Context: an optimization exercise on an open-source flow, tuned for small area, a short achievable clock period and few clock cycles per item. The choices shown serve that exercise and are no tape-out recipe.
In this exercise RTL edits were held to simulation tests only and were not proved equivalent to the original.

<file path="flow/config.mk">
export PLATFORM = sky130hd
export DESIGN_NAME = sr_bf16
export DESIGN_NICKNAME = sr_bf16
export VERILOG_FILES = /design/flow/design.v
export SDC_FILE = /design/flow/constraint.sdc
export NUM_CORES = 4
export LEC_CHECK = 0
export CAP_MARGIN = 20
export CORE_MARGIN = 2
export CORE_UTILIZATION = 40
export PLACE_DENSITY = 0.6
export SLEW_MARGIN = 20
</file>
<file path="flow/constraint.sdc">
create_clock -name core_clock -period 60.0 [get_ports {clk}]
set_input_delay 12.0000 -clock core_clock [delete_from_list [all_inputs] [get_ports {clk}]]
set_output_delay 12.0000 -clock core_clock [all_outputs]
set_load 0.01 [all_outputs]
</file>
<file path="flow/design.v">
module sr_bf16 (
    input  wire        clk,
    input  wire        rst,
    input  wire        cfg_load,
    input  wire [63:0] cfg_seed,
    input  wire [63:0] cfg_step,
    input  wire [63:0] cfg_idx_base,
    input  wire [63:0] cfg_idx_stride,
    input  wire        in_valid,
    output wire        in_ready,
    input  wire [31:0] in_data,
    output reg         out_valid,
    input  wire        out_ready,
    output reg  [15:0] out_data
);
    reg [63:0] seed, step, stride;
    reg [63:0] idx;           
    function [31:0] rotl;
        input [31:0] x;
        input integer n;
        begin
            rotl = (x << n) | (x >> (32 - n));
        end
    endfunction
    function [31:0] sr_random;
        input [63:0] s;
        input [63:0] t;
        input [63:0] i;
        reg [31:0] a, b, c, d, k0, k1;
        integer r;
        begin
            k0 = s[31:0];
            k1 = s[63:32];
            a  = i[31:0];
            b  = i[63:32];
            c  = t[31:0];
            d  = t[63:32];
            for (r = 0; r < 4; r = r + 1) begin
                a = a + b + k0;  d = rotl(d ^ a, 16);
                c = c + d + k1;  b = rotl(b ^ c, 12);
                a = a + b;       d = rotl(d ^ a, 8);
                c = c + d;       b = rotl(b ^ c, 7);
                k0 = k0 + 32'h9e37_79b9;
                k1 = k1 + 32'hbb67_ae85;
            end
            sr_random = a ^ b ^ c ^ d;
        end
    endfunction
    function [15:0] sr_round;
        input [31:0] x;
        input [15:0] r;
        reg [31:0] sum;
        begin
            if (x[30:23] == 8'hFF) begin
                if (x[22:0] != 23'd0) sr_round = {x[31], 15'h7FC0};    
                else                  sr_round = x[31:16];            
            end else begin
                sum = x + {16'd0, r};
                if (sum[30:23] == 8'hFF) sr_round = {x[31], 15'h7F7F};
                else                     sr_round = sum[31:16];
            end
        end
    endfunction
    wire [31:0] rnd  = sr_random(seed, step, idx);
    wire [15:0] res  = sr_round(in_data, rnd[15:0]);
    assign in_ready = !out_valid || out_ready;
    always @(posedge clk) begin
        if (rst) begin
            out_valid <= 1'b0;
        end else begin
            if (in_valid && in_ready)
                out_valid <= 1'b1;
            else if (out_ready)
                out_valid <= 1'b0;
        end
        if (in_valid && in_ready)
            out_data <= res;
    end
    always @(posedge clk) begin
        if (rst) begin
            seed   <= 64'd0;
            step   <= 64'd0;
            stride <= 64'd0;
            idx    <= 64'd0;
        end else if (cfg_load) begin
            seed   <= cfg_seed;
            step   <= cfg_step;
            stride <= cfg_idx_stride;
            idx    <= cfg_idx_base;
        end else if (in_valid && in_ready) begin
            idx    <= idx + stride;
        end
    end
endmodule
</file>
<file path="flow/run.sh">
#!/bin/bash
# synth_recipe.tcl (not shown) runs the flow's synth.tcl, then flattens the netlist and writes it again
# the make line also repeats each setting of config.mk as NAME=value (left out here)
make -C /OpenROAD-flow-scripts/flow DESIGN_CONFIG=/design/flow/config.mk WORK_HOME=/design/flow/orfs CLKGATE_MAP_FILE= SYNTH_SCRIPT=/design/flow/synth_recipe.tcl finish
</file>
==> impl.org <==
** Critical path
- The worst setup path is launched from a flop.
- STA puts the critical path data required time at around 60 ns.
- Worst Setup End Kind :: flop
- Worst r2r path cells :: approximately 250
- Critical-path cell with the highest stage delay :: dfxtp_1
- On the worst path, the slowest cell contributes a delay of 0.76 ns.
- Endpoint of the worst register-to-register path :: out_data[5]$_DFFE_PP_
- Critical Setup Path Class :: flop to flop
- The worst register-to-register path begins at idx[45]$_SDFFE_PP0P_.
- Arrival time at the worst endpoint :: roughly 57 ns
- For flop-to-flop paths, the worst setup slack is 3.26 ns.
- In this run the worst path has a maximum fanout of 7.
- Crit path from :: idx[45]$_SDFFE_PP0P_
- Most numerous cell on the critical path :: a21oi_1

** Clocking
- Worst-case clock buffer depth :: 3
- For this design, the sink count on the clock tree is around 270.
- CTS tree :: yes
- Clock insertion delay at the later pin of the skew report :: roughly 0.64 ns
- Cell at the root of the clock tree :: clkbuf_16
- Hold-fix buffers at CTS :: 0
- Buffers inserted during clock tree synthesis total 31.
- # H-tree levels :: 1
- CTS clk-pin slew, worst paths :: approximately 0.060 ns

** Run status
- The run finished with no timing, DRC or antenna violations.

** Place
- The congestion estimate from routability-driven global placement came to around 1.1.
- The wire-length estimate of the detail-placed layout is between 200000 and 250000 um.
- Port Buffers :: between 300 and 400

** Timing
- The worst pin sits at a relative slew slack of a little over an eighth.
- For the pin with the worst max-slew slack, the measured transition is between 1 and 1.5 ns.
- Final setup violation count :: 0
- Final Hold Viols :: 0
- For the final database, setup skew stands at approximately 0.033 ns.
- Min cycle time layout :: 56.74 ns
- Of the available clock period, the critical path in the final layout requires a little over nine tenths.
- The max-slew violation count is 0.
- Derived from the worst setup path, the maximum achievable clock frequency is 0.01762 GHz.
- Worst Hold Margin :: roughly 0.49 ns

** Hold path
- The worst hold path passes through 2 cells.
- Startpoint of the most critical hold path :: step[20]$_SDFFE_PP0P_
- In this run the worst hold path is classified as flop to flop.
- The path with the worst hold slack has its endpoint at step[20]$_SDFFE_PP0P_.

** Flow run
- Across the run, the number of max-cap violations was 0.

** Floorplanning
- Starting density of the core :: approximately two fifths
- # rows :: approximately 130
- The floorplan step defined a die boundary enclosing between 100000 and 150000 um2.
- Io pins :: 311
- Core box area :: ~130000 um2
- Die height :: 363.3 um
- From left edge to right edge, the die measures 363.3 um.

** Detailed routing
- Final ANT Viol Nets :: 0
- Routed via count divided by cell count :: roughly 5.6
- Routed length per placed instance :: around 29 um
- Post-detailed-route DRC marker count :: 0
- Via count :: roughly 50000
- The first TritonRoute pass finished after 7 iterations.
- Sum of routed wire length over all layers :: about 260000 um
- For this block, the initial DRC count from the detailed router was about 4000.

** Synthesis
- Ys Warns :: 1
- Yosys cell types :: 111
- Synth Cell Area :: between 50000 and 60000 um2
- Number of standard cells after synthesis :: between 6000 and 7000
- After synthesis, the share of flip-flops with an asynchronous set or reset is 0%.
- Sequential fraction of the synthesis area :: between 10% and 20%
- Main synth FF type :: dfxtp_1
- EDFF count, synth :: 16
- Mapped Nets :: 7532
- In this run the mean area of a mapped cell was around 8.1 um2.
- In this run, synthesis produced a sequential element count of roughly 270.

** Global route
- Initial antenna violation count :: 12
- Vias in the first global route :: between 40000 and 50000
- First-pass GRT wire length :: between 300000 and 400000 um
- Aggregate global-route resource usage :: approximately 38%
- Pin count of the biggest net entering global routing :: ~150
- GRT overflow :: 0

** Layout
- The library cells used most frequently in the layout, excluding fill and tap cells, are inv_1, xnor2_1, ha_1.
- Final cell utilization of the core :: 48.65%
- Most common library cell in the layout ignoring fill and taps :: inv_1
- Layout cells sized above 1 :: between 10% and 20%
- For this run, the post-layout net count is approximately 8300.
- Relative to the synthesized area, the layout overhead comes to 20.46%.
-- cell type report --
type	instances	area, um2
Clock inverter	21	271.5
Multi-Input combinational cell	5202	43290
Tap cell	1662	2079
Sequential cell	273	5630
Timing Repair Buffer	839	7187
Fill cell	12711	65650
Clock buffer	37	869.6
Antenna cell	5	12.51
Inverter	760	2854
-- how the worst max path moves through the flow --
stage | to | slack, ns | cells after the start
final | out_data[5]$_DFFE_PP_ | 3.26 | 247
after detailed placement | out_data[4]$_DFFE_PP_ | 0.24 | 252
after global placement | out_data[9]$_DFFE_PP_ | 1.22 | 251
after global routing | out_data[3]$_DFFE_PP_ | -0.13 | 264
after floorplan | out_data[7]$_DFFE_PP_ | 9.91 | 244
after CTS | out_data[4]$_DFFE_PP_ | 0.03 | 252
-- cells by family after synthesis --
kind of cell	synth area share (%)
flip-flops	10.89
XOR/XNOR	21.43
AO/OA/AOI/OAI	19.40
adder cells (fa/ha/maj)	25.60
buffers and inverters	6.407
AND/OR/NAND/NOR	12.32
multiplexers	3.938
-- metal layers --
metal  GRT usage [%]  part of all wire [%]  vias to the layer above
li1                -                     -                    23294
met1           43.19                    37                    23604
met2           63.94                    46                     2000
met3           4.989                   5.6                      710
met4           34.53                    11                        6
met5               0                 0.013                        -
-- critical path, delay by kind of cell, from the launching register on --
family | cells | cell delay [ns]
AOI/OAI and AO/OA | 117 | 25.22
adders and majority gates | 28 | 10.05
xor gates and xnor gates | 35 | 8.84
and+or+nand+nor | 42 | 8.36
buffers and inverters | 24 | 3.02
DFF | 1 | 0.76
muxes | 1 | 0.21
-- state kept, by name, indices dropped and copies added, names as in the netlist --
name	flops
stride	64
idx	64
out_valid	1
seed	64
out_data	16
step	64
-- synthesized netlist by cell type, drive strengths merged, types with 13 or more instances --
| cell | number | area share, % |
|---|---|---|
| o21ai | 287 | 2.8 |
| buf | 29 | 0.24 |
| a21boi | 19 | 0.28 |
| a2111oi | 13 | 0.25 |
| inv | 759 | 5.5 |
| xnor2 | 775 | 13 |
| dfxtp | 257 | 10 |
| and3 | 30 | 0.36 |
| ha | 635 | 15 |
| a211oi | 57 | 0.86 |
| fa | 263 | 10 |
| a31o | 16 | 0.27 |
| or3 | 28 | 0.34 |
| o31a | 17 | 0.29 |
| o21bai | 95 | 1.4 |
| o31ai | 33 | 0.51 |
| nand4 | 37 | 0.46 |
| edfxtp | 16 | 0.93 |
| nand2 | 283 | 2.1 |
| o211ai | 18 | 0.26 |
| a31oi | 50 | 0.65 |
| nor3 | 86 | 0.86 |
| nor4 | 25 | 0.30 |
| o21a | 92 | 1.3 |
| clkbuf | 76 | 0.58 |
| nor2b | 62 | 0.75 |
| nand3 | 77 | 0.75 |
| a221oi | 21 | 0.37 |
| a211o | 19 | 0.32 |
| a21o | 210 | 3.1 |
| nor2 | 555 | 4.0 |
| mux2i | 202 | 3.9 |
| or2 | 33 | 0.40 |
| a21oi | 509 | 5.0 |
| and2 | 28 | 0.35 |
| nand2b | 59 | 0.71 |
| a311oi | 13 | 0.22 |
| xnor3 | 26 | 1.1 |
| xor2 | 369 | 6.3 |
-- repair_timing --
| item | in CTS | in global routing |
|---|---|---|
| resized for setup | 0 | 96 |
| setup endpoints to repair | 0 | 15 |
| setup buffers | 0 | 12 |
-- metrics by stage --
step | instance area [um2] | TNS, ns | cells | setup slack, ns
2_1_floorplan | 51630 | 0 | 6341 | 9.915
3_3_place_gp | 60330 | 0 | 8723 | 1.222
3_5_place_dp | 60330 | 0 | 8723 | 0.2407
4_1_cts | 61480 | 0 | 8781 | 0.02759
5_1_grt | 62190 | -0.8356 | 8795 | -0.1327
6_report | 62200 | 0 | 8799 | 3.261
Testbench counts, summed over its fixed seeds: cycles 24,008, items 24,000.

what the ideal ports hide:
The flow's constraints put no driver on any port. The routed layout listed below was extracted and timed again, unchanged, in two steps.
Step 1: set_driving_cell puts a clkbuf_16 on clk and a buf_2 on each other input, an assumption about the parent block.
Step 2 adds t to the input delays and takes it off the output delays; t is the mean of the earliest and latest rising clock arrival at the registers after step 1. Input paths then give back, and output paths get back, about the clock's delay inside the block.
a / b / c = ideal / step 1 / step 2; a / b = the first two.
t, ns: 0.706
slack for setup (ns): 3.261 / 3.261 / 3.261
hold slack, ns: 0.491 / 0.491 / 0.491
worst setup path at the end: register to register
cell pins on the clock port's net: 1
After both steps setup and hold are still met in this run. For this run, drivers alone change the setup slack by 0.000 ns; drivers and shift together by 0.000 ns.
